Context: an optimization exercise on an open-source flow, tuned for small area and a short achievable clock period. The choices shown serve that exercise and are no tape-out recipe. In this exercise RTL edits were held to simulation tests only and were not proved equivalent to the original. Power is estimated from default activity; no workload was simulated.

==> flow/design.v <==
module mem_ecc_codec (
    input  wire        clk,
    input  wire        rst_n,
    input  wire        in_valid,
    input  wire [1:0]  in_op,
    input  wire [63:0] in_data,
    input  wire [7:0]  in_check,
    output reg         out_valid,
    output reg  [63:0] out_data,
    output reg  [7:0]  out_check,
    output reg  [1:0]  out_status,
    output reg  [7:0]  out_syndrome,
    output reg  [6:0]  out_pos
);
    localparam [511:0] HCOL = {
        8'h57,8'h4F,8'h3E,8'h3D,8'h3B,8'h37,8'h2F,8'h1F,8'hE0,8'hD0,8'hC8,8'hC4,8'hC2,8'hC1,8'hB0,8'hA8,
        8'hA4,8'hA2,8'hA1,8'h98,8'h94,8'h92,8'h91,8'h8C,8'h8A,8'h89,8'h86,8'h85,8'h83,8'h70,8'h68,8'h64,
        8'h62,8'h61,8'h58,8'h54,8'h52,8'h51,8'h4C,8'h4A,8'h49,8'h46,8'h45,8'h43,8'h38,8'h34,8'h32,8'h31,
        8'h2C,8'h2A,8'h29,8'h26,8'h25,8'h23,8'h1C,8'h1A,8'h19,8'h16,8'h15,8'h13,8'h0E,8'h0D,8'h0B,8'h07};
    function [3:0] mul_a;
        input [3:0] x;
        input [3:0] n;
        reg   [3:0] p;
        integer     i;
        begin
            p = x;
            for (i = 0; i < 15; i = i + 1)
                if (i < n) p = {p[2:0], 1'b0} ^ (p[3] ? 4'h3 : 4'h0);
            mul_a = p;
        end
    endfunction
    wire dec = in_op[0];
    wire [7:0] hs;
    wire [3:0] s0, s1, x9, x8;
    wire xj0 = in_data[2] ^ in_data[23];
    wire xj1 = in_data[22] ^ in_data[25];
    wire xj2 = in_data[15] ^ in_data[18];
    wire xj3 = in_data[19] ^ in_data[27];
    wire xj4 = in_data[5] ^ in_data[21];
    wire xj5 = in_data[1] ^ in_data[13];
    wire xj6 = in_data[4] ^ in_data[16];
    wire xj7 = in_data[26] ^ in_data[29];
    wire xj8 = in_data[28] ^ xj1;
    wire xj9 = in_data[10] ^ in_data[30];
    wire xj10 = in_data[0] ^ in_data[12];
    wire xj11 = in_data[3] ^ in_data[24];
    wire xj12 = in_data[17] ^ in_data[20];
    wire xj13 = in_data[11] ^ in_data[31];
    wire xj14 = in_data[6] ^ in_data[9];
    wire xj15 = in_data[8] ^ in_data[14];
    wire xj16 = xj0 ^ xj4;
    wire xj17 = in_data[7] ^ xj3;
    wire xj18 = in_data[58] ^ in_data[59];
    wire xj19 = in_check[3] ^ in_check[7];
    wire xj20 = in_data[57] ^ in_data[62];
    wire xj21 = in_data[56] ^ in_data[61];
    wire xj22 = xj2 ^ xj14;
    wire xj23 = xj5 ^ xj6;
    wire xj24 = xj12 ^ xj15;
    wire xj25 = xj7 ^ xj16;
    wire xj26 = in_data[1] ^ in_data[4];
    wire xj27 = in_data[6] ^ in_data[22];
    wire xj28 = in_check[2] ^ in_check[5];
    wire xj29 = in_data[60] ^ in_data[63];
    wire xj30 = in_data[27] ^ in_data[31];
    wire xj31 = in_data[21] ^ in_data[30];
    wire xj32 = xj20 ^ xj21;
    wire xj33 = in_data[28] ^ xj6;
    wire xj34 = in_data[14] ^ xj9;
    wire xj35 = in_check[6] ^ xj19;
    wire xj36 = xj3 ^ xj11;
    wire xj37 = xj24 ^ xj26;
    wire xj38 = xj13 ^ xj23;
    wire xj39 = in_data[32] ^ in_data[47];
    wire xj40 = in_data[37] ^ in_data[46];
    wire xj41 = in_data[3] ^ in_data[15];
    wire xj42 = in_data[0] ^ in_check[0];
    wire xj43 = in_data[9] ^ in_data[25];
    wire xj44 = in_data[50] ^ in_data[51];
    wire xj45 = in_data[33] ^ in_data[60];
    wire xj46 = in_data[38] ^ in_data[48];
    wire xj47 = in_data[42] ^ in_data[44];
    wire xj48 = in_data[43] ^ in_data[52];
    wire xj49 = in_data[35] ^ in_data[45];
    wire xj50 = in_data[11] ^ in_data[36];
    wire xj51 = in_check[1] ^ in_check[4];
    wire xj52 = in_data[53] ^ in_data[54];
    wire xj53 = in_data[13] ^ in_data[19];
    wire xj54 = in_data[17] ^ in_data[49];
    wire xj55 = in_data[39] ^ in_data[40];
    wire xj56 = in_data[10] ^ in_data[23];
    wire xj57 = in_data[34] ^ in_data[55];
    wire xj58 = in_data[24] ^ in_check[0];
    wire xj59 = in_data[2] ^ in_check[2];
    wire xj60 = in_data[8] ^ in_check[4];
    wire xj61 = in_data[16] ^ xj53;
    wire xj62 = xj5 ^ xj43;
    wire xj63 = in_data[41] ^ xj49;
    wire xj64 = in_data[63] ^ xj30;
    wire xj65 = in_data[26] ^ xj27;
    wire xj66 = xj9 ^ xj10;
    wire xj67 = xj18 ^ xj29;
    wire xj68 = xj44 ^ xj52;
    wire xj69 = xj10 ^ xj11;
    wire xj70 = xj2 ^ xj13;
    wire xj71 = in_data[7] ^ xj0;
    wire xj72 = in_data[7] ^ xj42;
    wire xj73 = xj46 ^ xj55;
    wire xj74 = xj8 ^ xj22;
    wire xj75 = xj31 ^ xj36;
    wire xj76 = in_data[20] ^ xj33;
    wire xj77 = xj2 ^ xj17;
    wire xj78 = xj7 ^ xj8;
    wire xj79 = xj28 ^ xj35;
    wire xj80 = in_data[29] ^ xj62;
    wire xj81 = in_data[5] ^ xj8;
    wire xj82 = in_data[0] ^ xj38;
    wire xj83 = xj22 ^ xj25;
    wire xj84 = xj37 ^ xj81;
    wire xj85 = xj66 ^ xj77;
    wire xj86 = in_data[20] ^ in_data[26];
    wire xj87 = in_data[38] ^ in_data[50];
    wire xj88 = in_data[56] ^ xj9;
    wire xj89 = xj20 ^ xj50;
    wire xj90 = xj86 ^ xj87;
    wire xj91 = xj16 ^ xj23;
    wire xj92 = xj63 ^ xj67;
    wire xj93 = xj72 ^ xj88;
    wire xj94 = xj89 ^ xj90;
    wire xj95 = xj91 ^ xj92;
    wire xj96 = xj93 ^ xj94;
    wire xj97 = xj95 ^ xj96;
    wire xj98 = in_data[10] ^ in_data[35];
    wire xj99 = in_data[39] ^ in_data[42];
    wire xj100 = in_data[51] ^ in_check[1];
    wire xj101 = xj18 ^ xj27;
    wire xj102 = xj40 ^ xj98;
    wire xj103 = xj99 ^ xj100;
    wire xj104 = xj32 ^ xj64;
    wire xj105 = xj69 ^ xj101;
    wire xj106 = xj102 ^ xj103;
    wire xj107 = xj37 ^ xj104;
    wire xj108 = xj105 ^ xj106;
    wire xj109 = xj107 ^ xj108;
    wire xj110 = in_data[3] ^ in_data[37];
    wire xj111 = in_data[40] ^ in_data[58];
    wire xj112 = xj4 ^ xj10;
    wire xj113 = xj29 ^ xj39;
    wire xj114 = xj48 ^ xj50;
    wire xj115 = xj59 ^ xj110;
    wire xj116 = xj111 ^ xj32;
    wire xj117 = xj112 ^ xj113;
    wire xj118 = xj114 ^ xj115;
    wire xj119 = xj74 ^ xj116;
    wire xj120 = xj117 ^ xj118;
    wire xj121 = xj119 ^ xj120;
    wire xj122 = in_data[15] ^ in_data[19];
    wire xj123 = in_data[44] ^ in_data[53];
    wire xj124 = in_data[59] ^ in_check[3];
    wire xj125 = xj11 ^ xj15;
    wire xj126 = xj45 ^ xj122;
    wire xj127 = xj123 ^ xj124;
    wire xj128 = xj32 ^ xj71;
    wire xj129 = xj73 ^ xj125;
    wire xj130 = xj126 ^ xj127;
    wire xj131 = xj80 ^ xj128;
    wire xj132 = xj129 ^ xj130;
    wire xj133 = xj131 ^ xj132;
    wire xj134 = in_data[5] ^ in_data[18];
    wire xj135 = in_data[34] ^ in_data[41];
    wire xj136 = in_data[43] ^ in_data[54];
    wire xj137 = xj7 ^ xj14;
    wire xj138 = xj21 ^ xj47;
    wire xj139 = xj54 ^ xj60;
    wire xj140 = xj134 ^ xj135;
    wire xj141 = xj136 ^ xj17;
    wire xj142 = xj33 ^ xj67;
    wire xj143 = xj137 ^ xj138;
    wire xj144 = xj139 ^ xj140;
    wire xj145 = xj141 ^ xj142;
    wire xj146 = xj143 ^ xj144;
    wire xj147 = xj145 ^ xj146;
    wire xj148 = in_data[12] ^ in_data[45];
    wire xj149 = in_data[46] ^ in_data[48];
    wire xj150 = in_data[57] ^ in_data[61];
    wire xj151 = in_check[5] ^ xj18;
    wire xj152 = xj39 ^ xj45;
    wire xj153 = xj54 ^ xj57;
    wire xj154 = xj148 ^ xj149;
    wire xj155 = xj150 ^ xj34;
    wire xj156 = xj61 ^ xj70;
    wire xj157 = xj151 ^ xj152;
    wire xj158 = xj153 ^ xj154;
    wire xj159 = xj155 ^ xj156;
    wire xj160 = xj157 ^ xj158;
    wire xj161 = xj159 ^ xj160;
    wire xj162 = in_data[20] ^ in_data[23];
    wire xj163 = in_data[24] ^ in_data[32];
    wire xj164 = in_data[33] ^ in_data[52];
    wire xj165 = in_data[62] ^ in_check[6];
    wire xj166 = xj31 ^ xj57;
    wire xj167 = xj162 ^ xj163;
    wire xj168 = xj164 ^ xj165;
    wire xj169 = xj64 ^ xj68;
    wire xj170 = xj166 ^ xj167;
    wire xj171 = xj168 ^ xj78;
    wire xj172 = xj169 ^ xj170;
    wire xj173 = xj171 ^ xj172;
    wire xj174 = in_data[36] ^ in_data[47];
    wire xj175 = in_data[49] ^ in_data[55];
    wire xj176 = in_check[7] ^ xj40;
    wire xj177 = xj47 ^ xj48;
    wire xj178 = xj174 ^ xj175;
    wire xj179 = xj63 ^ xj68;
    wire xj180 = xj73 ^ xj176;
    wire xj181 = xj177 ^ xj178;
    wire xj182 = xj179 ^ xj180;
    wire xj183 = xj181 ^ xj182;
    wire xj184 = xj10 ^ xj58;
    wire xj185 = xj60 ^ xj184;
    wire xj186 = xj76 ^ xj185;
    wire xj187 = in_data[17] ^ in_check[1];
    wire xj188 = in_check[5] ^ xj4;
    wire xj189 = xj187 ^ xj188;
    wire xj190 = xj80 ^ xj189;
    wire xj191 = in_data[18] ^ in_check[6];
    wire xj192 = xj59 ^ xj191;
    wire xj193 = xj34 ^ xj65;
    wire xj194 = xj192 ^ xj193;
    wire xj195 = in_data[23] ^ xj13;
    wire xj196 = xj19 ^ xj41;
    wire xj197 = xj17 ^ xj195;
    wire xj198 = xj196 ^ xj197;
    wire xj199 = in_data[31] ^ in_check[7];
    wire xj200 = xj28 ^ xj56;
    wire xj201 = xj199 ^ xj61;
    wire xj202 = xj72 ^ xj200;
    wire xj203 = xj78 ^ xj201;
    wire xj204 = xj202 ^ xj203;
    wire xj205 = xj12 ^ xj51;
    wire xj206 = xj8 ^ xj17;
    wire xj207 = xj34 ^ xj205;
    wire xj208 = xj38 ^ xj79;
    wire xj209 = xj206 ^ xj207;
    wire xj210 = xj208 ^ xj209;
    wire xj211 = xj58 ^ xj24;
    wire xj212 = xj70 ^ xj25;
    wire xj213 = xj79 ^ xj211;
    wire xj214 = xj212 ^ xj213;
    wire xj215 = in_data[12] ^ xj51;
    wire xj216 = xj35 ^ xj215;
    wire xj217 = xj74 ^ xj75;
    wire xj218 = xj216 ^ xj217;
    wire xj219 = in_data[3] ^ xj76;
    wire xj220 = xj83 ^ xj219;
    wire xj221 = in_data[9] ^ in_data[22];
    wire xj222 = in_data[26] ^ xj0;
    wire xj223 = xj12 ^ xj221;
    wire xj224 = xj222 ^ xj223;
    wire xj225 = xj224 ^ xj85;
    wire xj226 = in_data[18] ^ in_data[21];
    wire xj227 = xj56 ^ xj226;
    wire xj228 = xj36 ^ xj227;
    wire xj229 = xj228 ^ xj82;
    wire xj230 = in_data[2] ^ in_data[11];
    wire xj231 = in_data[19] ^ xj230;
    wire xj232 = xj231 ^ xj84;
    wire xj233 = in_data[8] ^ xj69;
    wire xj234 = xj233 ^ xj83;
    wire xj235 = in_data[20] ^ xj1;
    wire xj236 = xj5 ^ xj235;
    wire xj237 = xj25 ^ xj236;
    wire xj238 = xj85 ^ xj237;
    wire xj239 = in_data[14] ^ xj0;
    wire xj240 = xj65 ^ xj239;
    wire xj241 = xj75 ^ xj240;
    wire xj242 = xj82 ^ xj241;
    wire xj243 = xj30 ^ xj41;
    wire xj244 = xj71 ^ xj243;
    wire xj245 = xj244 ^ xj84;
    assign hs[0] = xj97;
    assign hs[1] = xj109;
    assign hs[2] = xj121;
    assign hs[3] = xj133;
    assign hs[4] = xj147;
    assign hs[5] = xj161;
    assign hs[6] = xj173;
    assign hs[7] = xj183;
    assign s0[0] = xj186;
    assign s0[1] = xj190;
    assign s0[2] = xj194;
    assign s0[3] = xj198;
    assign s1[0] = xj204;
    assign s1[1] = xj210;
    assign s1[2] = xj214;
    assign s1[3] = xj218;
    assign x9[0] = xj220;
    assign x9[1] = xj225;
    assign x9[2] = xj229;
    assign x9[3] = xj232;
    assign x8[0] = xj234;
    assign x8[1] = xj238;
    assign x8[2] = xj242;
    assign x8[3] = xj245;
    reg        v_q, op1_q, dec_q, hdec_q, rdec_q;
    reg [63:0] d_q;
    reg [7:0]  c_q;
    reg [7:0]  t_q;
    always @(posedge clk) begin
        if (!rst_n) v_q <= 1'b0;
        else        v_q <= in_valid;
        op1_q  <= in_op[1];
        dec_q  <= in_op[0];
        hdec_q <= in_op[1] & in_op[0];
        rdec_q <= ~in_op[1] & in_op[0];
        d_q    <= in_data;
        c_q    <= (in_op[1] | dec) ? in_check : {x9, x8};
        t_q    <= in_op[1] ? hs : {s1, s0};
    end
    reg [15:0] lo, hi;
    integer    v;
    always @* begin
        for (v = 0; v < 16; v = v + 1) begin
            lo[v] = (t_q[3:0] == v[3:0]);
            hi[v] = (t_q[7:4] == v[3:0]);
        end
    end
    wire [63:0] hm;
    genvar g;
    generate for (g = 0; g < 64; g = g + 1) begin : g_hm
        assign hm[g] = lo[HCOL[8*g +: 4]] & hi[HCOL[8*g+4 +: 4]] & hdec_q;
    end endgenerate
    wire [7:0] hcf = {hi[8] & lo[0], hi[4] & lo[0], hi[2] & lo[0], hi[1] & lo[0],
                      lo[8] & hi[0], lo[4] & hi[0], lo[2] & hi[0], lo[1] & hi[0]} & {8{hdec_q}};
    wire [2:0] a0 = {lo[4] | lo[5] | lo[6] | lo[9] | lo[14], lo[2] | lo[3] | lo[7] | lo[11] | lo[13],
                     lo[1] | lo[8] | lo[10] | lo[12] | lo[15]};
    wire [2:0] a1 = {hi[4] | hi[5] | hi[6] | hi[9] | hi[14], hi[2] | hi[3] | hi[7] | hi[11] | hi[13],
                     hi[1] | hi[8] | hi[10] | hi[12] | hi[15]};
    wire [4:0] b0 = {lo[3] | lo[9] | lo[10], lo[5] | lo[8] | lo[13], lo[4] | lo[11] | lo[15],
                     lo[2] | lo[12] | lo[14], lo[1] | lo[6] | lo[7]};
    wire [4:0] b1 = {hi[3] | hi[9] | hi[10], hi[5] | hi[8] | hi[13], hi[4] | hi[11] | hi[15],
                     hi[2] | hi[12] | hi[14], hi[1] | hi[6] | hi[7]};
    reg  [2:0] jm3;
    reg  [4:0] jm5;
    reg  [9:0] re;
    integer    r, q, j;
    always @* begin
        for (r = 0; r < 3; r = r + 1) begin
            jm3[r] = 1'b0;
            for (q = 0; q < 3; q = q + 1) jm3[r] = jm3[r] | (a0[q] & a1[(q + r) % 3]);
        end
        for (r = 0; r < 5; r = r + 1) begin
            jm5[r] = 1'b0;
            for (q = 0; q < 5; q = q + 1) jm5[r] = jm5[r] | (b0[q] & b1[(q + r) % 5]);
        end
        for (j = 0; j < 10; j = j + 1) re[j] = rdec_q & jm3[j % 3] & jm5[j % 5];
    end
    wire [3:0] s0q = t_q[3:0];
    reg [31:0] rfl;
    integer    k, i;
    always @* begin
        for (k = 0; k < 8; k = k + 1) rfl[4*k +: 4] = s0q & {4{re[k]}};
    end
    wire [7:0] rcf = {s0q & {4{re[9]}}, s0q & {4{re[8]}}};
    reg [6:0] ps;
    always @* begin
        ps = 7'd0;
        for (k = 0; k < 64; k = k + 1) if (hm[k]) ps = ps | k[6:0];
        for (i = 0; i < 8; i = i + 1) if (hcf[i]) ps = ps | (7'd64 + i[6:0]);
        for (j = 0; j < 10; j = j + 1) if (re[j]) ps = ps | j[6:0];
    end
    wire anyhit = |hm | |hcf | |re;
    wire senc   = op1_q & ~dec_q;
    always @(posedge clk) begin
        if (!rst_n) out_valid <= 1'b0;
        else        out_valid <= v_q;
        out_data[31:0]  <= d_q[31:0] ^ (hm[31:0] | rfl);
        out_data[63:32] <= (d_q[63:32] ^ hm[63:32]) & {32{op1_q}};
        out_check       <= c_q ^ (senc ? t_q : (hcf | rcf));
        out_status      <= {dec_q & (t_q != 8'h00) & ~anyhit, anyhit};
        out_syndrome    <= t_q & {8{dec_q}};
        out_pos         <= ps;
    end
endmodule
==> flow/flow/run.sh <==
#!/bin/bash
# Own flow: the standard synthesis, then the combinational logic replaced
# by the gate-level netlist of flow/netgen.py (same registers: names and cell
# type), checked equivalent to the standard synthesis by yosys; then the
# standard layout, with plain buffers on the ports instead of the delay cells
# buffer_ports picks by default. If the generated netlist fails a check, the
# standard synthesis's netlist is laid out instead.
set -euo pipefail
HERE=$(pwd)
R=$HERE/orfs/results/$FLOW_PLATFORM/mem_ecc_codec/base
LIB=$FLOW_HOME/platforms/$FLOW_PLATFORM/lib/sky130_fd_sc_hd__tt_025C_1v80.lib
bash standard.sh synth > make_synth.log 2>&1
cp $R/1_2_yosys.v $HERE/synth_standard.v
USE=synth_standard.v
# generator options (structure and drive strengths), if any
set -a; [ -f flow/netgen.env ] && . flow/netgen.env; set +a
if LIB=$LIB python3 flow/netgen.py $HERE/net_gen.v > netgen.log 2>&1; then
  yosys -p "read_liberty -lib $LIB; read_verilog net_gen.v; hierarchy -top $FLOW_TOP; opt_clean -purge; write_verilog -noattr -noexpr net_norm.v" > yosys_norm.log 2>&1
  timeout 900 yosys -p "read_liberty -ignore_miss_func $LIB; read_verilog synth_standard.v; rename $FLOW_TOP gold; read_verilog net_norm.v; rename $FLOW_TOP gate; flatten gold gate; opt_clean; equiv_make gold gate equiv; hierarchy -top equiv; equiv_simple; equiv_status -assert" > yosys_equiv.log 2>&1 \
    && python3 - <<'PY' > regcheck.log 2>&1 && USE=net_final.v
# give each flip-flop the instance name the standard synthesis gave the same
# register (the suffix after '$' depends on how yosys read its reset/enable),
# then require the same names and cell types
import re, sys
pat = re.compile(r'(sky130_fd_sc_hd__df\w+)\s+\\([^\s$]+)(\$\S*)?\s')
std = {m.group(2): (m.group(1), m.group(2) + (m.group(3) or '')) for m in pat.finditer(open('synth_standard.v').read())}
txt = open('net_norm.v').read()
def ren(m):
    base = m.group(2)
    if base not in std: sys.exit('no standard register ' + base)
    return m.group(1) + ' \\' + std[base][1] + ' '
txt2 = pat.sub(ren, txt)
open('net_final.v', 'w').write(txt2)
a = sorted(std.values())
b = sorted((m.group(1), m.group(2) + (m.group(3) or '')) for m in pat.finditer(txt2))
print(len(a), len(b))
sys.exit(0 if a == b and a else 1)
PY
fi
echo "laying out $USE" > netlist_choice.log
cp $HERE/$USE $R/1_2_yosys.v
rm -f $R/1_synth.odb $R/1_synth.sdc
bash standard.sh BUFFER_PORTS_ARGS="-buffer_cell sky130_fd_sc_hd__buf_1" finish > make_finish.log 2>&1
==> flow/flow/joint.py <==
from paar import *
import sys
SC=2
def mk_rows(SC):
    R=[]
    for i in range(8):
        R.append(set([k for k in range(64) if HC[k]>>i&1]+[64+i]))
    for b in range(4):
        R.append(set([4*j+b for j in range(8)]+[64+b,68+b]))
    for b in range(4):
        s=set()
        for j in range(8):
            for bb in range(4):
                if mula(1<<bb,(j-SC)%15)>>b&1: s^={4*j+bb}
        for bb in range(4):
            if mula(1<<bb,(8-SC)%15)>>b&1: s^={64+bb}
            if mula(1<<bb,(9-SC)%15)>>b&1: s^={68+bb}
        R.append(s)
    # x9 = a^3 B + a^11 A ; x8 = A + x9 (data only)
    A=[set(4*j+b for j in range(8)) for b in range(4)]
    B=[]
    for b in range(4):
        s=set()
        for j in range(8):
            for bb in range(4):
                if mula(1<<bb,j)>>b&1: s^={4*j+bb}
        B.append(s)
    def mul(vec,n):
        res=[set() for _ in range(4)]
        for bb in range(4):
            y=mula(1<<bb,n)
            for b in range(4):
                if y>>b&1: res[b]^=vec[bb]
        return res
    x9=[a^b for a,b in zip(mul(B,3),mul(A,11))]
    x8=[a^b for a,b in zip(A,x9)]
    return R+x9+x8
if __name__=='__main__':
    for SC in [0,1,2,3]:
        R=mk_rows(SC)
        res=[]
        for seed in range(30):
            g,o,d=paar(R,72,20,seed)
            dep=[d[x] for x in o]
            res.append((len(g), max(dep[:8]), max(dep[8:12]), max(dep[12:16]), max(dep[16:24]), seed))
        res.sort()
        ok=[r for r in res if r[2]<=5 and r[3]<=5 and r[1]<=5]
        print(SC, res[0], ok[:2])
==> flow/flow/netgen.py <==
#!/usr/bin/env python3
"""Generate the gate-level netlist of mem_ecc_codec (sky130hd cells) that the
version's own flow lays out in place of the standard synthesis's netlist.

The netlist implements the same register set (names and cell type) and the
same equations as rtl/mem_ecc_codec.v.  Regular parts (XOR trees, nibble
predecode, match lines, corrections, muxes) are built here gate by gate;
irregular small functions are mapped with yosys/abc (area script).

usage: netgen.py OUT.v      (verifies by simulation against a Python model)
"""
import os, re, sys, random, subprocess, tempfile, itertools
sys.path.insert(0, os.path.dirname(os.path.abspath(__file__)))
from paar import rows, paar, mula, HC

LIB = os.environ.get('LIB', '/OpenROAD-flow-scripts/flow/platforms/sky130hd/lib/sky130_fd_sc_hd__tt_025C_1v80.lib')
P = 'sky130_fd_sc_hd__'

# ---------------------------------------------------------------- liberty
def read_lib(path):
    funcs = {}
    cur = None; pin = None; direction = None
    for line in open(path):
        m = re.match(r'\s*cell \("?(\w+)"?\)', line)
        if m:
            cur = m.group(1); funcs[cur] = {}; continue
        m = re.match(r'\s*pin \("?(\w+)"?\)', line)
        if m:
            pin = m.group(1); continue
        m = re.match(r'\s*function : "([^"]*)"', line)
        if m and cur and pin:
            funcs[cur][pin] = m.group(1)
    return funcs
LIBF = read_lib(LIB)

def pyfunc(expr):
    e = expr.replace('!', '~')
    e = re.sub(r'~\s*(\w+)', r'(M^\1)', e)
    e = re.sub(r'~\s*\(', r'M^(', e)
    names = sorted(set(re.findall(r'[A-Za-z_]\w*', e)) - {'M'})
    code = 'lambda M,' + ','.join(names) + ': ' + e
    return names, eval(code)

# ---------------------------------------------------------------- netlist
class Net:
    def __init__(self):
        self.cells = []          # (type, instname, {pin: net})
        self.k = 0
        self.outs = {}           # output pin name per type
    def new(self):
        self.k += 1
        return f'_n{self.k}_'
    def g(self, typ, **pins):
        t = P + typ
        fo = LIBF[t]
        outp = [p for p in fo if p not in ('VPWR', 'VGND', 'VPB', 'VNB') and p not in pins]
        outp = [p for p in outp if p in ('X', 'Y', 'Q', 'SUM', 'COUT', 'Q_N')]
        assert len(outp) == 1, (typ, outp)
        o = self.new()
        self.k += 1
        self.cells.append((t, f'_c{self.k}_', dict(pins, **{outp[0]: o})))
        return o
    def inst(self, t, name, pins):
        self.cells.append((t, name, pins))

N = Net()
def XOR(a, b): return N.g('xor2_1', A=a, B=b)
def XNOR(a, b): return N.g('xnor2_1', A=a, B=b)
def INV(a): return N.g('inv_1', A=a)
def NAND2(a, b): return N.g('nand2_1', A=a, B=b)
def NOR2(a, b): return N.g('nor2_1', A=a, B=b)
def NOR3(a, b, c): return N.g('nor3_1', A=a, B=b, C=c)
def AND2(a, b): return N.g('and2_1', A=a, B=b)
def MUX2(a0, a1, s): return N.g('mux2_1', A0=a0, A1=a1, S=s)
def MUX2I(a0, a1, s): return N.g('mux2i_1', A0=a0, A1=a1, S=s)
def A21OI(a1, a2, b1): return N.g('a21oi_1', A1=a1, A2=a2, B1=b1)
def NOR2B(a, bn): return N.g('nor2b_1', A=a, B_N=bn)

# ---------------------------------------------------------------- abc blocks
ABC_SCRIPT = ('strash; dch -f; balance; rewrite; refactor; balance; rewrite; rewrite -z; balance; '
              'refactor -z; rewrite -z; balance; dch -f; balance; rewrite; refactor; balance; rewrite; '
              'rewrite -z; balance; refactor -z; rewrite -z; balance; dch -f; amap; mfs2; strash; dch -f; map -a; topo')
DONT_USE = ['probe_p_8', 'probec_p_8', 'lpflow_*', 'mux4_*', 'fa_*', 'ha_*', 'maj3_*', 'xor3_*', 'xnor3_*',
            'dlygate*', 'dlymetal*', 'clkdly*', 'buf_*', 'clkbuf_*', 'bufbuf*', 'bufinv*', 'clkinvlp*',
            'einv*', 'ebuf*', 'dl*', 'df*', 'sdf*', 'sed*', 'edf*', 'conb*', 'tap*', 'decap*', 'fill*', 'diode*',
            'macro*', 'o2111*', 'a2111*']

ABC_FAST = os.environ.get('ABC_FAST', 'strash; dch -f; map; topo')
def abc_block(name, src, ins, outs, script=None):
    if script is None:
        script = ABC_FAST if name in os.environ.get('FAST_BLOCKS', 'lines,rsloc,hhit,hpos').split(',') else ABC_SCRIPT
    """Map module `name` (Verilog src; scalar ports) with abc; ins/outs map port -> net."""
    d = tempfile.mkdtemp()
    vin = os.path.join(d, 'in.v'); vout = os.path.join(d, 'out.v'); sc = os.path.join(d, 'abc.script')
    open(vin, 'w').write(src); open(sc, 'w').write(script)
    du = ' '.join(f'-dont_use {P}{c}' for c in DONT_USE)
    cmd = (f'read_verilog {vin}; synth -flatten -top {name}; abc -liberty {LIB} {du} -script {sc}; '
           f'opt_clean -purge; write_verilog -noattr {vout}')
    r = subprocess.run(['yosys', '-q', '-p', cmd], capture_output=True, text=True)
    if r.returncode:
        print(r.stdout, r.stderr); raise SystemExit('yosys failed for ' + name)
    txt = open(vout).read()
    local = {}
    def net(x):
        x = x.strip()
        if x in ins: return ins[x]
        if x in outs: return outs[x]
        if x in ("1'h0", "1'b0"): raise SystemExit('constant in ' + name)
        if x not in local: local[x] = N.new()
        return local[x]
    for a, b in re.findall(r'assign\s+(\S+)\s*=\s*(\S+)\s*;', txt):
        # a = b : an output driven straight by an input or another net
        raise SystemExit(f'assign in block {name}: {a} = {b}')
    for typ, inst, body in re.findall(r'(sky130_fd_sc_hd__\w+)\s+(\S+)\s*\((.*?)\);', txt, re.S):
        pins = {p: net(n) for p, n in re.findall(r'\.(\w+)\(([^)]*)\)', body)}
        N.k += 1
        N.cells.append((typ, f'_c{N.k}_', pins))

# ---------------------------------------------------------------- ports
D = [f'in_data[{k}]' for k in range(64)]
C = [f'in_check[{i}]' for i in range(8)]
OP = ['in_op[0]', 'in_op[1]']

def emit_tree(R, innets, tries=None, inv=None):
    """XOR network for rows R (sets of input indices); inv[i]: output i inverted."""
    tries = tries or int(os.environ.get('TRIES', '60'))
    best = None
    for s in range(tries):
        g, o, d = paar(R, len(innets), 20, s)
        key = (max(d[x] for x in o), len(g))
        if best is None or key < best[0]:
            best = (key, g, o)
    _, g, o = best
    inv = inv or [False] * len(o)
    nin = len(innets)
    uses = {}
    for a, b in g:
        uses[a] = uses.get(a, 0) + 1; uses[b] = uses.get(b, 0) + 1
    for x in o: uses[x] = uses.get(x, 0) + 1
    flip = set(x for x, iv in zip(o, inv) if iv and x >= nin and uses[x] == 1)
    nets = list(innets)
    for i, (a, b) in enumerate(g):
        nets.append(XNOR(nets[a], nets[b]) if nin + i in flip else XOR(nets[a], nets[b]))
    res = []
    for x, iv in zip(o, inv):
        res.append(nets[x] if (not iv or x in flip) else INV(nets[x]))
    return res

SC = int(os.environ.get('SC', '0'))   # the RS tree computes S1' = alpha^-SC * S1 (fewer terms)

def build():
    if os.environ.get('JOINT', '1') == '1':
        # one shared XOR network for all 24 linear outputs, check bits as leaves
        from joint import mk_rows
        R24 = mk_rows(SC)
        outs = emit_tree(R24, D + C, inv=[True] * 16 + [False] * 8)
        hs_n, s0_n, s1p_n = outs[0:8], outs[8:12], outs[12:16]
        x9, x8 = outs[16:20], outs[20:24]
    else:
        raise SystemExit('JOINT=0 no longer supported')
    s1_n = []                                              # ~S1 = ~(alpha^SC * S1')
    for b in range(4):
        terms = [bb for bb in range(4) if mula(1 << bb, SC) >> b & 1]
        assert 1 <= len(terms) <= 2
        s1_n.append(s1p_n[terms[0]] if len(terms) == 1 else XNOR(s1p_n[terms[0]], s1p_n[terms[1]]))
    # flags and muxes
    op0, op1 = OP
    sel_c = N.g('or2_1', A=op0, B=op1)
    cD = [MUX2(x8[i] if i < 4 else x9[i - 4], C[i], sel_c) for i in range(8)]
    tD = [MUX2I(s0_n[i] if i < 4 else s1_n[i - 4], hs_n[i], op1) for i in range(8)]
    slotD = D[32:48]
    upD = D[48:64]
    dD = D[0:32] + slotD + upD
    # registers
    Q = {}
    def reg(name, idx, d):
        nm = f'{name}[{idx}]' if idx is not None else name
        qn = '\\' + nm + ' '
        kind = '$_SDFF_PN0_' if name in ('out_valid', 'v_q') else '$_DFF_P_'
        isport = name.startswith('out_')
        q = nm if isport else qn
        N.inst(P + 'dfxtp_1', '\\' + nm + kind + ' ', {'CLK': 'clk', 'D': d, 'Q': q})
        return q
    dq = [reg('d_q', k, dD[k]) for k in range(64)]
    cq = [reg('c_q', i, cD[i]) for i in range(8)]
    tq = [reg('t_q', i, tD[i]) for i in range(8)]
    op1q = reg('op1_q', None, op1)
    decq = reg('dec_q', None, op0)
    hdecq = reg('hdec_q', None, AND2(op0, op1))
    rdecq = reg('rdec_q', None, NOR2B(op1, op0))
    vq = reg('v_q', None, AND2('rst_n', 'in_valid'))

    # ---------------- output side
    tn = [INV(tq[i]) for i in range(8)]
    lit = lambda b, v: tq[b] if v else tn[b]          # literal true when t[b] == v
    nlit = lambda b, v: tn[b] if v else tq[b]         # its complement
    pl = [NOR2(nlit(0, w & 1), nlit(1, w >> 1 & 1)) for w in range(4)]   # t[1:0] == w
    ph = [NOR2(nlit(2, w & 1), nlit(3, w >> 1 & 1)) for w in range(4)]   # t[3:2] == w
    lo_n = [NAND2(pl[v & 3], ph[v >> 2]) for v in range(16)]
    hdec_n = INV(hdecq)
    p54 = [NOR2(nlit(4, w & 1), nlit(5, w >> 1 & 1)) for w in range(4)]
    p76 = [NOR2(nlit(6, w & 1), nlit(7, w >> 1 & 1)) for w in range(4)]
    hi_n = [NAND2(p54[u & 3], p76[u >> 2]) for u in range(16)]
    hm = [NOR3(lo_n[HC[k] & 15], hi_n[HC[k] >> 4], hdec_n) for k in range(64)]
    hcf = [NOR3(lo_n[1 << i], hi_n[0], hdec_n) for i in range(4)] + [NOR3(lo_n[0], hi_n[1 << i], hdec_n) for i in range(4)]
    # RS residue lines from the predecoded nibbles: OR of the one-hot lines
    LG = {}
    x = 1
    for i in range(15): LG[x] = i; x = mula(x, 1)
    def or_of_neg(ns):
        if len(ns) <= 4: return N.g(f'nand{len(ns)}_1', **dict(zip('ABCD', ns)))
        assert len(ns) == 5
        return N.g('or2b_1', A=N.g('nand4_1', A=ns[0], B=ns[1], C=ns[2], D=ns[3]), B_N=ns[4])
    def res_lines(nl, mod):
        return [or_of_neg([nl[v] for v in range(1, 16) if LG[v] % mod == r]) for r in range(mod)]
    a0, a1 = res_lines(lo_n, 3), res_lines(hi_n, 3)
    b0, b1 = res_lines(lo_n, 5), res_lines(hi_n, 5)
    # RS locator: jm3 / jm5 = one-hot of j mod 3 / j mod 5 (from the residue
    # lines in d_q[47:32]); e[j] = rdec & jm3[j % 3] & jm5[j % 5]
    jm3_n = [N.g('a222oi_1', A1=a0[0], A2=a1[r % 3], B1=a0[1], B2=a1[(1 + r) % 3], C1=a0[2], C2=a1[(2 + r) % 3])
             for r in range(3)]
    jm5_n = []
    for r in range(5):
        x = N.g('a222oi_1', A1=b0[0], A2=b1[r % 5], B1=b0[1], B2=b1[(1 + r) % 5], C1=b0[2], C2=b1[(2 + r) % 5])
        y = N.g('a22oi_1', A1=b0[3], A2=b1[(3 + r) % 5], B1=b0[4], B2=b1[(4 + r) % 5])
        jm5_n.append(AND2(x, y))
    rdec_n = INV(rdecq)
    e = [NOR3(jm3_n[j % 3], jm5_n[j % 5], rdec_n) for j in range(10)]
    s0g = tq[0:4]
    # OR trees: positive inputs -> (positive, negative) output
    def split(xs, k):
        g = -(-len(xs) // k)
        q, r = divmod(len(xs), g)
        out, i = [], 0
        for j in range(g):
            m = q + (1 if j < r else 0)
            out.append(xs[i:i + m]); i += m
        return out
    def or_tree(xs, pos=True):
        xs = list(xs)
        neg = False            # polarity of the current list (True: each is the NOR of its group)
        while len(xs) > 1 or neg != (not pos):
            if len(xs) == 1:
                xs = [INV(xs[0])]; neg = not neg; continue
            if not neg:
                groups = split(xs, 3 if len(xs) > 4 else len(xs))
                xs = [g[0] if len(g) == 1 else N.g(f'nor{len(g)}_1', **dict(zip('ABCD', g))) for g in groups]
                # a group of one was not inverted: invert it to keep polarity uniform
                xs = [INV(x) if len(g) == 1 else x for x, g in zip(xs, groups)]
                neg = True
            else:
                groups = split(xs, 4)
                xs = [INV(g[0]) if len(g) == 1 else N.g(f'nand{len(g)}_1', **dict(zip('ABCD', g))) for g in groups]
                neg = False
        return xs[0]
    # status: st0 = any correction, st1 = decode & syndrome != 0 & no correction
    allhit = hm + hcf + e
    nz = NAND2(N.g('nor4_1', A=tq[0], B=tq[1], C=tq[2], D=tq[3]), N.g('nor4_1', A=tq[4], B=tq[5], C=tq[6], D=tq[7]))
    # NOR/NAND levels down to two negative partials, then st0 = NAND, st1 = AND4
    xs = [N.g(f'nor{len(g)}_1', **dict(zip('ABCD', g))) for g in split(allhit, 4)]      # negative
    xs = [N.g(f'nand{len(g)}_1', **dict(zip('ABCD', g))) for g in split(xs, 4)]          # positive
    xs = [N.g(f'nor{len(g)}_1', **dict(zip('ABCD', g))) for g in split(xs, 3)]          # negative
    assert len(xs) == 2, len(xs)
    st0 = NAND2(xs[0], xs[1])
    st1 = N.g('and4_1', A=xs[0], B=xs[1], C=nz, D=decq)
    # position: OR of the match lines of the positions with the bit set
    pos = []
    for b in range(7):
        t = [hm[k] for k in range(64) if k >> b & 1]
        t += [hcf[i] for i in range(8) if (64 + i) >> b & 1]
        t += [e[j] for j in range(10) if j >> b & 1]
        pos.append(or_tree(t, pos=True))
    # data outputs
    op1n = INV(op1q)
    out = {}
    for k in range(64):
        if k < 32:
            f_n = A21OI(s0g[k % 4], e[k // 4], hm[k])
            out[f'out_data[{k}]'] = XNOR(dq[k], f_n)
        else:
            out[f'out_data[{k}]'] = NOR2(XNOR(dq[k], hm[k]), op1n)
    senc = NOR2B(decq, op1q)
    for i in range(8):
        f_n = A21OI(s0g[i % 4], e[8 + i // 4], hcf[i])
        m = MUX2I(f_n, tn[i], senc)        # senc ? t : f
        out[f'out_check[{i}]'] = XOR(cq[i], m)
    out['out_status[0]'] = st0
    out['out_status[1]'] = st1
    dec_n = INV(decq)
    for i in range(8):
        out[f'out_syndrome[{i}]'] = NOR2(tn[i], dec_n)
    for b in range(7):
        out[f'out_pos[{b}]'] = pos[b]
    # output registers
    for o, n in out.items():
        m = re.match(r'(\w+)\[(\d+)\]', o)
        reg(m.group(1), int(m.group(2)), n)
    reg('out_valid', None, AND2('rst_n', vq))
    return out

# ---------------------------------------------------------------- simulation
def simulate(out, inputs, M):
    """Bit-parallel simulation. inputs: net -> int. Returns net values."""
    val = dict(inputs)
    cells = list(N.cells)
    funcs = {}
    pending = cells
    # registers are cut: their Q must be in inputs
    for it in range(1000):
        nxt = []
        for typ, inst, pins in pending:
            if typ.endswith('dfxtp_1'):
                continue
            fo = LIBF[typ]
            outp = [p for p in pins if p in fo]
            ins_ = [p for p in pins if p not in fo]
            if not all(pins[p] in val for p in ins_):
                nxt.append((typ, inst, pins)); continue
            for op_ in outp:
                key = (typ, op_)
                if key not in funcs: funcs[key] = pyfunc(fo[op_])
                names, f = funcs[key]
                val[pins[op_]] = f(M, *[val[pins[n]] for n in names]) & M
        if not nxt: break
        if len(nxt) == len(pending): raise SystemExit('combinational loop or undriven net: %s' % (nxt[0],))
        pending = nxt
    return val

def model(op, Dv, Cv, regs=None):
    pass

def verify(out, nvec=4000):
    rnd = random.Random(1)
    M = (1 << nvec) - 1
    # --- input side: random op/data/check; compare register D pins with a reference
    def rb(): return rnd.getrandbits(nvec)
    inputs = {n: rb() for n in D + C + OP + ['in_valid', 'rst_n']}
    for typ, inst, pins in N.cells:
        if typ.endswith('dfxtp_1'): inputs[pins['Q']] = 0
    val = simulate(out, inputs, M)
    regD = {inst: pins['D'] for typ, inst, pins in N.cells if typ.endswith('dfxtp_1')}
    def bit(x, i): return (x >> i) & 1
    errs = 0
    LG = {}
    e = 1
    for i in range(15): LG[e] = i; e = mula(e, 1)
    for v in range(nvec):
        d = sum(bit(inputs[D[k]], v) << k for k in range(64))
        c = sum(bit(inputs[C[i]], v) << i for i in range(8))
        op = bit(inputs[OP[0]], v) | bit(inputs[OP[1]], v) << 1
        hd = 0
        for k in range(64):
            if d >> k & 1: hd ^= HC[k]
        A = B = 0
        for j in range(8):
            x = d >> 4 * j & 15; A ^= x; B ^= mula(x, j)
        hs = hd ^ c
        s0 = A ^ (c & 15) ^ (c >> 4)
        s1 = B ^ mula(c & 15, 8) ^ mula(c >> 4, 9)
        x9 = mula(B, 3) ^ mula(A, 11); x8 = A ^ x9
        def lg3(x): return 0 if x == 0 else 1 << (LG[x] % 3)
        def lg5(x): return 0 if x == 0 else 1 << (LG[x] % 5)
        lines = lg3(s0) | lg3(s1) << 3 | lg5(s0) << 6 | lg5(s1) << 11
        op1 = op >> 1; op0 = op & 1
        exp = {}
        dq = d
        for k in range(64): exp[f'\\d_q[{k}]$_DFF_P_ '] = dq >> k & 1
        cqv = c if (op1 or op0) else (x9 << 4 | x8)
        for i in range(8): exp[f'\\c_q[{i}]$_DFF_P_ '] = cqv >> i & 1
        tqv = hs if op1 else (s1 << 4 | s0)
        for i in range(8): exp[f'\\t_q[{i}]$_DFF_P_ '] = tqv >> i & 1
        exp['\\op1_q$_DFF_P_ '] = op1; exp['\\dec_q$_DFF_P_ '] = op0
        exp['\\hdec_q$_DFF_P_ '] = op1 & op0; exp['\\rdec_q$_DFF_P_ '] = (1 - op1) & op0
        exp['\\v_q$_SDFF_PN0_ '] = bit(inputs['rst_n'], v) & bit(inputs['in_valid'], v)
        for inst, n in regD.items():
            if inst not in exp: continue
            if bit(val[n], v) != exp[inst]:
                errs += 1
                if errs < 5: print('input side mismatch', inst, v)
    print('input side errors', errs)
    # --- output side: random register values (consistent flags), compare outputs
    qnets = {inst: pins['Q'] for typ, inst, pins in N.cells if typ.endswith('dfxtp_1')}
    inputs = {}
    opv = [rnd.randrange(4) for _ in range(nvec)]
    tv = [rnd.randrange(256) if rnd.random() < 0.5 else (HC[rnd.randrange(64)] ^ (0 if rnd.random() < 0.7 else 1 << rnd.randrange(8))) for _ in range(nvec)]
    # for RS ops make t/lines consistent with a syndrome
    dv = [rnd.getrandbits(64) for _ in range(nvec)]
    cv = [rnd.getrandbits(8) for _ in range(nvec)]
    for v in range(nvec):
        if not (opv[v] >> 1):
            s0 = tv[v] & 15; s1 = tv[v] >> 4
            def lg3(x): return 0 if x == 0 else 1 << (LG[x] % 3)
            def lg5(x): return 0 if x == 0 else 1 << (LG[x] % 5)
            lines = lg3(s0) | lg3(s1) << 3 | lg5(s0) << 6 | lg5(s1) << 11
            pass
    def pack(f):
        x = 0
        for v in range(nvec):
            if f(v): x |= 1 << v
        return x
    for inst, qn in qnets.items():
        m = re.match(r'\\(\w+)(?:\[(\d+)\])?\$', inst)
        nm, idx = m.group(1), m.group(2)
        idx = int(idx) if idx else None
        if nm == 'd_q': inputs[qn] = pack(lambda v: dv[v] >> idx & 1)
        elif nm == 'c_q': inputs[qn] = pack(lambda v: cv[v] >> idx & 1)
        elif nm == 't_q': inputs[qn] = pack(lambda v: tv[v] >> idx & 1)
        elif nm == 'op1_q': inputs[qn] = pack(lambda v: opv[v] >> 1)
        elif nm == 'dec_q': inputs[qn] = pack(lambda v: opv[v] & 1)
        elif nm == 'hdec_q': inputs[qn] = pack(lambda v: opv[v] == 3)
        elif nm == 'rdec_q': inputs[qn] = pack(lambda v: opv[v] == 1)
        elif nm == 'v_q': inputs[qn] = pack(lambda v: 1)
        elif nm.startswith('out_'): inputs[qn] = 0
    for n in D + C + OP + ['in_valid', 'rst_n']: inputs[n] = 0
    val = simulate(out, inputs, M)
    for o_, n_ in out.items(): val[o_] = val[n_]
    errs = 0
    for v in range(nvec):
        op = opv[v]; t = tv[v]; d = dv[v]; c = cv[v]
        exp_data = d; exp_chk = c; st = 0; pos = 0; syn = 0
        if op == 0:
            exp_data = d & 0xFFFFFFFF; exp_chk = c
        elif op == 1:
            exp_data = d & 0xFFFFFFFF; syn = t
            s0 = t & 15; s1 = t >> 4
            if t == 0: st = 0
            elif s0 and s1:
                j = (LG[s1] - LG[s0]) % 15
                if j <= 9:
                    st = 1; pos = j
                    if j < 8: exp_data ^= s0 << 4 * j
                    else: exp_chk ^= s0 << 4 * (j - 8)
                else: st = 2
            else: st = 2
        elif op == 2:
            exp_chk = c ^ t
        else:
            syn = t
            if t == 0: st = 0
            else:
                st = 2
                for k in range(64):
                    if HC[k] == t: exp_data ^= 1 << k; st = 1; pos = k
                for i in range(8):
                    if t == 1 << i: exp_chk ^= t; st = 1; pos = 64 + i
        got_d = sum(bit(val[f'out_data[{k}]'], v) << k for k in range(64))
        got_c = sum(bit(val[f'out_check[{i}]'], v) << i for i in range(8))
        got_s = sum(bit(val[f'out_status[{i}]'], v) << i for i in range(2))
        got_y = sum(bit(val[f'out_syndrome[{i}]'], v) << i for i in range(8))
        got_p = sum(bit(val[f'out_pos[{i}]'], v) << i for i in range(7))
        if (got_d, got_c, got_s, got_y, got_p) != (exp_data, exp_chk, st, syn, pos):
            errs += 1
            if errs < 5: print('output mismatch op', op, hex(t), (hex(got_d), got_c, got_s, got_y, got_p), (hex(exp_data), exp_chk, st, syn, pos))
    print('output side errors', errs)
    return errs

def write(out, path):
    L = ['// Generated by netgen13.py: gate-level netlist of mem_ecc_codec (sky130hd).',
         'module mem_ecc_codec(clk, rst_n, in_valid, in_op, in_data, in_check, out_valid, out_data, out_check, out_status, out_syndrome, out_pos);',
         '  input clk; input rst_n; input in_valid; input [1:0] in_op; input [63:0] in_data; input [7:0] in_check;',
         '  output out_valid; output [63:0] out_data; output [7:0] out_check; output [1:0] out_status; output [7:0] out_syndrome; output [6:0] out_pos;']
    nets = set()
    for typ, inst, pins in N.cells:
        for p, n in pins.items():
            if not re.match(r'(in_|out_|clk|rst_n)', n): nets.add(n)
    # map output port nets: outputs are named nets; add assigns
    for n in sorted(nets): L.append(f'  wire {n};')
    for typ, inst, pins in N.cells:
        L.append(f'  {typ} {inst} (' + ', '.join(f'.{p}({n})' for p, n in pins.items()) + ');')

    L.append('endmodule')
    open(path, 'w').write('\n'.join(L) + '\n')

def upsize(out, fo_min):
    # drive strength 2 for cells whose output net has fo_min or more loads
    loads = {}
    for typ, inst, pins in N.cells:
        fo = LIBF[typ]
        for p, n in pins.items():
            if p not in fo: loads[n] = loads.get(n, 0) + 1
    for n in out.values(): loads[n] = loads.get(n, 0) + 1
    k = 0
    for i, (typ, inst, pins) in enumerate(N.cells):
        if typ.endswith('_1') and not typ.endswith('dfxtp_1'):
            fo = LIBF[typ]
            o = [n for p, n in pins.items() if p in fo][0]
            t2 = typ[:-2] + '_2'
            if loads.get(o, 0) >= fo_min and t2 in LIBF:
                N.cells[i] = (t2, inst, pins); k += 1
    print('upsized', k)

if __name__ == '__main__':
    out = build()
    if int(os.environ.get('FO_MIN', '0')) > 0:
        upsize(out, int(os.environ['FO_MIN']))
    area = 0.0
    cnt = {}
    for typ, inst, pins in N.cells:
        cnt[typ] = cnt.get(typ, 0) + 1
    import collections
    A = {}
    cur = None
    for line in open(LIB):
        m = re.match(r'\s*cell \("?(\w+)"?\)', line)
        if m: cur = m.group(1)
        m = re.match(r'\s*area\s*:\s*([0-9.]+)', line)
        if m and cur: A[cur] = float(m.group(1)); cur = None
    tot = sum(A[t] * n for t, n in cnt.items())
    print('cells', sum(cnt.values()), 'area', round(tot, 1))
    for t, n in sorted(cnt.items(), key=lambda x: -A[x[0]] * x[1])[:15]:
        print(f'  {t[len(P):]:12s} {n:4d} {A[t]*n:8.1f}')
    # unit-delay levels: inputs -> register D, register Q -> outputs
    drv = {}
    for typ, inst, pins in N.cells:
        if typ.endswith('dfxtp_1'): continue
        fo = LIBF[typ]
        for pn, n in pins.items():
            if pn in fo: drv[n] = (typ, pins)
    memo = {}
    def lev(n):
        if n in memo: return memo[n]
        if n not in drv: memo[n] = 0; return 0
        typ, pins = drv[n]
        fo = LIBF[typ]
        memo[n] = 1 + max(lev(x) for pn, x in pins.items() if pn not in fo)
        return memo[n]
    regd = [(inst, pins['D']) for typ, inst, pins in N.cells if typ.endswith('dfxtp_1')]
    worst = sorted(((lev(d), inst) for inst, d in regd), reverse=True)[:6]
    print('input side levels', worst)
    print('output side levels', sorted(((lev(n), o) for o, n in out.items()), reverse=True)[:8])
    errs = verify(out)
    write(out, sys.argv[1])
    sys.exit(1 if errs else 0)
==> flow/flow/paar.py <==
import random, itertools, sys, heapq
HC=[v for v in range(256) if bin(v).count('1')==3][:56]+[v for v in range(256) if bin(v).count('1')==5][:8]
def mula(x,n):
    for _ in range(n):
        x=((x<<1)&15)^(3 if x&8 else 0)
    return x
def rows():
    # inputs: d0..d63 (idx 0..63), cm0..cm7 (64..71)
    R=[]
    for i in range(8):
        R.append(set([k for k in range(64) if HC[k]>>i&1]+[64+i]))
    # s0 bit b
    for b in range(4):
        R.append(set([4*j+b for j in range(8)]+[64+b,68+b]))
    for b in range(4):
        s=set()
        for j in range(8):
            for bb in range(4):
                if mula(1<<bb,j)>>b&1: s.add(4*j+bb)
        for bb in range(4):
            if mula(1<<bb,8)>>b&1: s.add(64+bb)
            if mula(1<<bb,9)>>b&1: s.add(68+bb)
        R.append(s)
    return R
def paar(R, nin, maxd, seed):
    rnd=random.Random(seed)
    R=[set(r) for r in R]
    depth=[0]*nin
    gates=[]
    while True:
        cnt={}
        for r in R:
            l=sorted(r)
            for a,b in itertools.combinations(l,2):
                if max(depth[a],depth[b])+1<=maxd:
                    cnt[(a,b)]=cnt.get((a,b),0)+1
        if not cnt: break
        m=max(cnt.values())
        if m<2: break
        cands=[p for p,c in cnt.items() if c==m]
        # prefer shallow
        md=min(max(depth[a],depth[b]) for a,b in cands)
        cands=[p for p in cands if max(depth[p[0]],depth[p[1]])==md]
        a,b=rnd.choice(cands)
        n=len(depth); depth.append(max(depth[a],depth[b])+1); gates.append((a,b))
        for r in R:
            if a in r and b in r:
                r.discard(a); r.discard(b); r.add(n)
    # final trees
    outs=[]
    for r in R:
        h=[(depth[x],x) for x in r]; heapq.heapify(h)
        while len(h)>1:
            d1,a=heapq.heappop(h); d2,b=heapq.heappop(h)
            n=len(depth); depth.append(max(d1,d2)+1); gates.append((a,b)); heapq.heappush(h,(depth[n],n))
        outs.append(h[0][1])
    return gates, outs, depth
if __name__=='__main__':
    R=rows()
    for maxd in [4,5,6,7,20]:
        best=None
        for s in range(int(sys.argv[1]) if len(sys.argv)>1 else 20):
            g,o,d=paar(R,72,maxd,s)
            key=(len(g),max(d[x] for x in o))
            if best is None or key<best: best=key
        print(maxd,best)
    R8=rows()[:8]
    print('hsiao only', min(len(paar(R8,72,20,s)[0]) for s in range(10)))
    R8=rows()[8:]
    print('rs only', min(len(paar(R8,72,20,s)[0]) for s in range(10)))
==> flow/standard.sh <==
#!/bin/bash
# synth_recipe.tcl (not shown) runs the flow's synth.tcl, then flattens the netlist and writes it again
# the make line also repeats each setting of config.mk as NAME=value (left out here)
make -C /OpenROAD-flow-scripts/flow DESIGN_CONFIG=/design/flow/config.mk WORK_HOME=/design/flow/orfs CLKGATE_MAP_FILE= SYNTH_SCRIPT=/design/flow/synth_recipe.tcl "${@:-finish}"
==> flow/config.mk <==
export PLATFORM = sky130hd
export DESIGN_NAME = mem_ecc_codec
export DESIGN_NICKNAME = mem_ecc_codec
export VERILOG_FILES = /design/flow/design.v
export SDC_FILE = /design/flow/constraint.sdc
export NUM_CORES = 4
export LEC_CHECK = 0
export CAP_MARGIN = 20
export CORE_MARGIN = 2
export CORE_UTILIZATION = 40
export SETUP_SLACK_MARGIN = 4.4
export SLEW_MARGIN = 20
==> flow/constraint.sdc <==
create_clock -name core_clock -period 8.0 [get_ports {clk}]
set_input_delay 1.6000 -clock core_clock [delete_from_list [all_inputs] [get_ports {clk}]]
set_output_delay 1.6000 -clock core_clock [all_outputs]
set_load 0.01 [all_outputs]
==> results of run 1 <==
-- metal layers --
| layer | GRT usage, % | up-vias | share of wire (%) |
|---|---|---|---|
| met1 | 35.6 | 3495 | 44 |
| met5 | 0 | - | 0 |
| li1 | - | 3576 | - |
| met2 | 43.0 | 386 | 47 |
| met4 | 10.1 | 0 | 3.5 |
| met3 | 4.67 | 64 | 6.4 |
-- state kept, by name, summed over array words and instances (netlist names) --
register / cells
out_valid: 1
out_syndrome: 8
out_status: 2
d_q: 64
c_q: 8
v_q: 1
out_pos: 7
dec_q: 1
rdec_q: 1
out_check: 8
op1_q: 1
out_data: 64
t_q: 8
hdec_q: 1
-- power breakdown --
part           total [mW]  switching (mW)  internal (mW)  leakage, nW
clock               0.840           0.418          0.422        0.294
sequential           1.11           0.111           1.00         1.47
combinational        1.15           0.740          0.410         2.28
-- path summary, 6_finish.rpt --
path	startpoint	endpoint	depth (start not counted)
worst max-delay path	in_data[23]	c_q[0]	7
worst min-delay path	d_q[15]	out_data[15]	1
worst min register to register	d_q[15]	out_data[15]	1
worst max register to register	t_q[0]	out_data[11]	9
-- final cells by class --
type                            count  area (sq um)
Clock inverter                     15           173
Clock buffer                       17           425
Timing Repair Buffer              168           638
Fill cell                        2126         10900
Multi-Input combinational cell    739          5050
Tap cell                          275           344
Inverter                           18          67.6
Sequential cell                   175          3510
-- repair_timing --
action,CTS,global route
setup endpoints to repair,0,31
resized for setup,0,5
buffers inserted,0,1
-- through the flow --
stage	instances	setup WS (ns)	hold slack, ns	cell area (sq um)	util (%)
6_report	1407	4.57	0.426	10200	48.4
3_5_place_dp	1374	4.19	0.419	9590	45.5
4_1_cts	1406	4.47	0.430	10200	48.3
2_1_floorplan	932	4.76	0.409	8610	-
3_3_place_gp	1374	4.19	0.417	9590	45.5
5_1_grt	1407	4.42	0.443	10200	48.4
-- layout by cell type, fill, tap and decap left out, drive strengths merged --
cell type	n
xor2	238
dfxtp	175
buf	168
nor3	158
xnor2	80
nor2	66
a21oi	40
nand2	34
nor4	24
inv	23
nand4	22
nand3	22
clkbuf	17
mux2i	16
clkinv	10
and2	8
mux2	8
a222oi	8
or2b	6
a22oi	5
nor2b	2
or2	1
and4	1
-- critical path, cell delays in order --
cell	delay [ns]
buf_1	0.31
xor2_1	0.44
xor2_1	0.31
xor2_1	0.40
xor2_1	0.29
xor2_1	0.10
mux2_1	0.30
==> run notes, run 1 <==
Outcome: complete, no violations
Worst slew margin: 30.8%
Hold crit path type: reg2reg
Die area: 22700 sq um
MaxCap Viol Count: 0
Slew Limit Fails: 0
Layout cell share with drive strength beyond 1: 3.53%
Fin Setup TNS: 0 ns
Initial Util: 40.8%
Routed WL: 29.6 mm
Synth warn: 1
Dpl hpwl: 23.6 mm
Chip Width: 151 um
Vias in the first global route: 7206
Total Routing Usage GR: 26.7%
CP Launch Type: input pin
GRT overflow: 0
Final Hold Viols: 0
Reg-to-reg setup timing slack: 4.64 ns
Lkg Pwr: 4.04 nW
RSZ-0062 raised after global routing: no
Io pins: 167
Final setup skew: 0.0154 ns
Row count: 53
Synth-to-Final Area Change: 18.5%
1st-iter DRT viols: 784
Port-buffer cells: 166
Root Buffer Master: clkbuf_16
N_diodes: 0
Initial antenna violation count: 0
Max Freq: 291 MHz
TritonCTS clock tree: yes
Syn nets: 1009
Clock-pin slew on the worst setup and hold paths: 0.08 ns
Setup-failing EPs final: 0
PwrDens: 304 nW/um^2
Vias per cell: 5.35
Period minus WS final: 3.43 ns
CORE AREA: 21100 sq um
Final ANT Viol Nets: 0
Syn avg cell area: 9.24 sq um
CTS sink count: 175
DR DRC count: 0
Via count: 7521
Tcrit/Tclk final: 42.9%
First-pass GRT wire length: 44.1 mm
Worst EP required: 8.32 ns
Post-Syn Area: 8610 sq um
Total power: 3.10 mW
Routability Congestion: 0.967
Htree depth: 4
Mapped Cells: 932
CP Capture Type: flip-flop
Drt wl/cell: 21.0 um
DR pass1 iterations: 8
Peak VDD IR: 160 uV
# nets final: 1196
Max FO, Critical Path: 5
Largest net degree at the start of global routing: 73
TritonCTS Buffers: 17
Maximum buffer depth of the clock tree: 2
CTS Hold Bufs: 0
Crit Path Class: in2reg
Worst-Skew Late Latency: 0.45 ns
Die Y-Extent: 151 um
Tightest Pin Transition: 1.03 ns
WP data arrival: 3.76 ns
==> inputs of run 2 (changes only) <==
--- a/flow/config.mk
+++ b/flow/config.mk
@@ -8,5 +8,5 @@
 export CAP_MARGIN = 20
 export CORE_MARGIN = 2
 export CORE_UTILIZATION = 40
-export SETUP_SLACK_MARGIN = 4.4
+export SETUP_SLACK_MARGIN = 4.0
 export SLEW_MARGIN = 20
==> run 2 against run 1 <==
Core utilization decreased by 0.083 points. Design area decreased by 0.17%. Maximum frequency decreased by 7.2%. Global-route usage unchanged. Hold slack got worse by 0.0012 ns. First-iteration DRC count decreased by 5.7%. Sequential power about the same. Routed wire length increased by 0.18%. Sequential share of layout area about the same. Largest cell class unchanged. Largest power group unchanged.
==> run notes, run 2 <==
Outcome: complete, no violations (unchanged)
Htree depth: 4 (unchanged)
Tightest Pin Transition: 1.07 ns (was 1.03 ns)
Lkg Pwr: 4.04 nW (about the same)
Synth-to-Final Area Change: 18.3% (was 18.5%)
CP Launch Type: flip-flop (was input pin)
Worst hold-check slack: 0.425 ns (was 0.426 ns)
Worst EP required: 8.32 ns (about the same)
Tcrit/Tclk final: 46.2% (was 42.9%)
Period minus WS final: 3.70 ns (was 3.43 ns)
Routed WL: 29.6 mm (about the same)
Largest net degree at the start of global routing: 73 (unchanged)
Final ANT Viol Nets: 0 (unchanged)
Critical-path top delay cell: nor3_1 (was xor2_1)
Max Freq: 270 MHz (was 291 MHz)
Crit Path Class: reg2reg (was in2reg)
Dpl hpwl: 23.6 mm (unchanged)
Delay of the slowest cell on the worst path: 0.85 ns (was 0.44 ns)
Chip Width: 151 um (unchanged)
RR Endpoint: out_data[12] (was out_data[11])
Total Routing Usage GR: 26.7% (unchanged)
Via count: 7480 (was 7521)
Mapped Cells: 932 (unchanged)
Synth warn: 1 (unchanged)
Post_cts resized: 0 (unchanged)
First-pass GRT wire length: 44.1 mm (unchanged)
CP Capture Type: flip-flop (unchanged)
Root Buffer Master: clkbuf_16 (unchanged)
PwrDens: 303 nW/um^2 (was 304 nW/um^2)
Drt wl/cell: 21.1 um (was 21.0 um)
Worst-Skew Late Latency: 0.45 ns (about the same)
Initial Util: 40.8% (unchanged)
Commonest non-fill, non-tap cells in the layout: xor2_1 (238), dfxtp_1 (175), buf_1 (166) (was xor2_1 (238), dfxtp_1 (171), buf_1 (166))
DR DRC count: 0 (unchanged)
Regs by FF count: d_q x64, out_data x64 (unchanged)
Buffers and inverters on the worst path: 1 (unchanged)
TritonCTS Buffers: 17 (unchanged)
TritonCTS clock tree: yes (unchanged)
Layout cell share with drive strength beyond 1: 3.01% (was 3.53%)
Post-Syn Area: 8610 sq um (unchanged)
Die Y-Extent: 151 um (unchanged)
Fin Setup TNS: 0 ns (unchanged)
Port-buffer cells: 166 (unchanged)
GRT overflow: 0 (unchanged)
Worst path top cell family by delay: simple AND/OR/NAND/NOR gates (was XOR/XNOR gates)
WP data arrival: 4.02 ns (was 3.76 ns)
CTS sink count: 175 (unchanged)
Maximum buffer depth of the clock tree: 2 (unchanged)
Post CTS Setup Buffer Count: 0 (unchanged)
Worst slew margin: 28.0% (was 30.8%)
Setup-failing EPs final: 0 (unchanged)
N_diodes: 0 (unchanged)
CORE AREA: 21100 sq um (unchanged)
RSZ-0062 raised after global routing: no (unchanged)
Io pins: 167 (unchanged)
Max FO, Critical Path: 14 (was 5)
Die area: 22700 sq um (unchanged)
Initial antenna violation count: 0 (unchanged)
Met3 Use GR: 4.67% (unchanged)
Final Hold Viols: 0 (unchanged)
Syn nets: 1009 (unchanged)
Most common library cell in the layout ignoring fill and taps: xor2_1 (unchanged)
FF-to-FF Start: t_q[0] (unchanged)
Final setup skew: 0.0150 ns (was 0.0154 ns)
M1 GR Usage: 35.6% (unchanged)
Reg-to-reg setup timing slack: 4.30 ns (was 4.64 ns)
Cells on Worst Hold Path: 1 (unchanged)
DR pass1 iterations: 8 (unchanged)
Hold crit path type: reg2reg (unchanged)
CTS Hold Bufs: 0 (unchanged)
Filler instances: 2121 (was 2126)
Top Usage Layer GRT: met2 (unchanged)
Worst-path cell chain: inv_1 > nor2_1 > nand2_1 > nand3_1 > a222oi_1 > and2_1 > nor3_1 > a21oi_1 > xnor2_1 (was buf_1 > xor2_1 > xor2_1 > xor2_1 > xor2_1 > xor2_1 > mux2_1)
Met2 Use GR: 43.0% (unchanged)
Routability Congestion: 0.967 (unchanged)
Row count: 53 (unchanged)
HP Start: d_q[15] (unchanged)
Syn avg cell area: 9.24 sq um (unchanged)
MaxCap Viol Count: 0 (unchanged)
Hold EP: out_data[15] (unchanged)
# nets final: 1195 (was 1196)
Vias per cell: 5.32 (was 5.35)
Slew Limit Fails: 0 (unchanged)
Peak VDD IR: 160 uV (about the same)
Vias in the first global route: 7206 (unchanged)
Clock-pin slew on the worst setup and hold paths: 0.08 ns (about the same)
1st-iter DRT viols: 739 (was 784)
Worst R2R Path Depth: 9 (unchanged)
[run 2: metal layers]
layer | up-vias | routed length, um | share of wire (%)
met5 | - | 0 | 0
li1 | 3578 | - | -
met3 | 48 | 1830 | 6.2
met2 | 378 | 13900 | 47
met4 | 0 | 941 | 3.2
met1 | 3476 | 12900 | 44
[run 2: area by class of cell]
type                       instances  area, sq um  share of cell area (%)
clock buffer                      17          425                    4.18
clock inverter                    15          173                    1.69
inverter                          18         67.6                   0.663
multi-input combinational        739         5040                    49.5
sequential                       175         3500                    34.4
tap                              275          344                    3.38
timing repair buffer             167          631                    6.19
[run 2: where the power goes]
| group | switching (mW) | leakage, nW | internal, mW | total [mW] |
|---|---|---|---|---|
| clock network | 0.418 | 0.294 | 0.422 | 0.840 |
| registers | 0.111 | 1.47 | 1.00 | 1.11 |
| logic | 0.738 | 2.27 | 0.401 | 1.14 |
| total | 1.27 | 4.04 | 1.82 | 3.09 |
[run 2: how the worst max path moves through the flow]
stage	startpoint	to	slack (ns)	depth (start not counted)
2_1_floorplan	in_data[2]	c_q[4]	4.76	6
4_1_cts	t_q[2]	out_status[1]	4.47	10
3_5_place_dp	in_data[23]	c_q[0]	4.19	7
5_1_grt	t_q[3]	out_data[12]	4.08	9
3_3_place_gp	in_data[3]	c_q[2]	4.19	7
6_report	t_q[0]	out_data[12]	4.30	9
[run 2: stage by stage]
| step | util [%] | instances | total power [mW] | setup WS [ns] | cell area, sq um |
|---|---|---|---|---|---|
| final | 48.3 | 1406 | 3.09 | 4.30 | 10200 |
| after global routing | 48.3 | 1406 | 3.24 | 4.08 | 10200 |
| after CTS | 48.3 | 1406 | 3.08 | 4.47 | 10200 |
| after detailed placement | 45.5 | 1374 | 2.24 | 4.19 | 9590 |
| after global placement | 45.5 | 1374 | 2.24 | 4.19 | 9590 |
| after floorplan | - | 932 | 1.88 | 4.76 | 8610 |
[run 2: worst register-to-register path: stages (launching register included)]
cell and delay (ns):
dfxtp_1 0.72, inv_1 0.22, nor2_1 0.28, nand2_1 0.35
nand3_1 0.28, a222oi_1 0.13, and2_1 0.17, nor3_1 0.85
a21oi_1 0.36, xnor2_1 0.21

re-timing with driven ports:
In the flow no input, the clock included, has a driving cell. The finished layouts below were timed again as built, in two steps.
Step 1 assumes that a clkbuf_16 drives the clock port and a buf_2 every other input.
Step 2 times the ports against the registers' clock, not the clock port: input delays grow and output delays shrink by t, the midpoint of the rising clock arrivals with the driver on.
Slacks: no drivers / after step 1 / after step 2; pairs: no drivers / after step 1.
run | t (ns) | setup slack, ns | worst setup path after step 2 | clock arrival spread, ns | slew at the worst register clock pin (ns)
run 1 | 0.489 | 4.568 / 4.595 / 4.106 | input to register | 0.016 / 0.017 | 0.08 / 0.08
run 2 | 0.490 | 4.301 / 4.301 / 4.128 | input to register | 0.016 / 0.016 | 0.08 / 0.08
After both steps setup and hold are still met in every run listed. The setup slack of run 1, which loses most, moves by +0.027 ns with the drivers and by -0.462 ns with both steps.
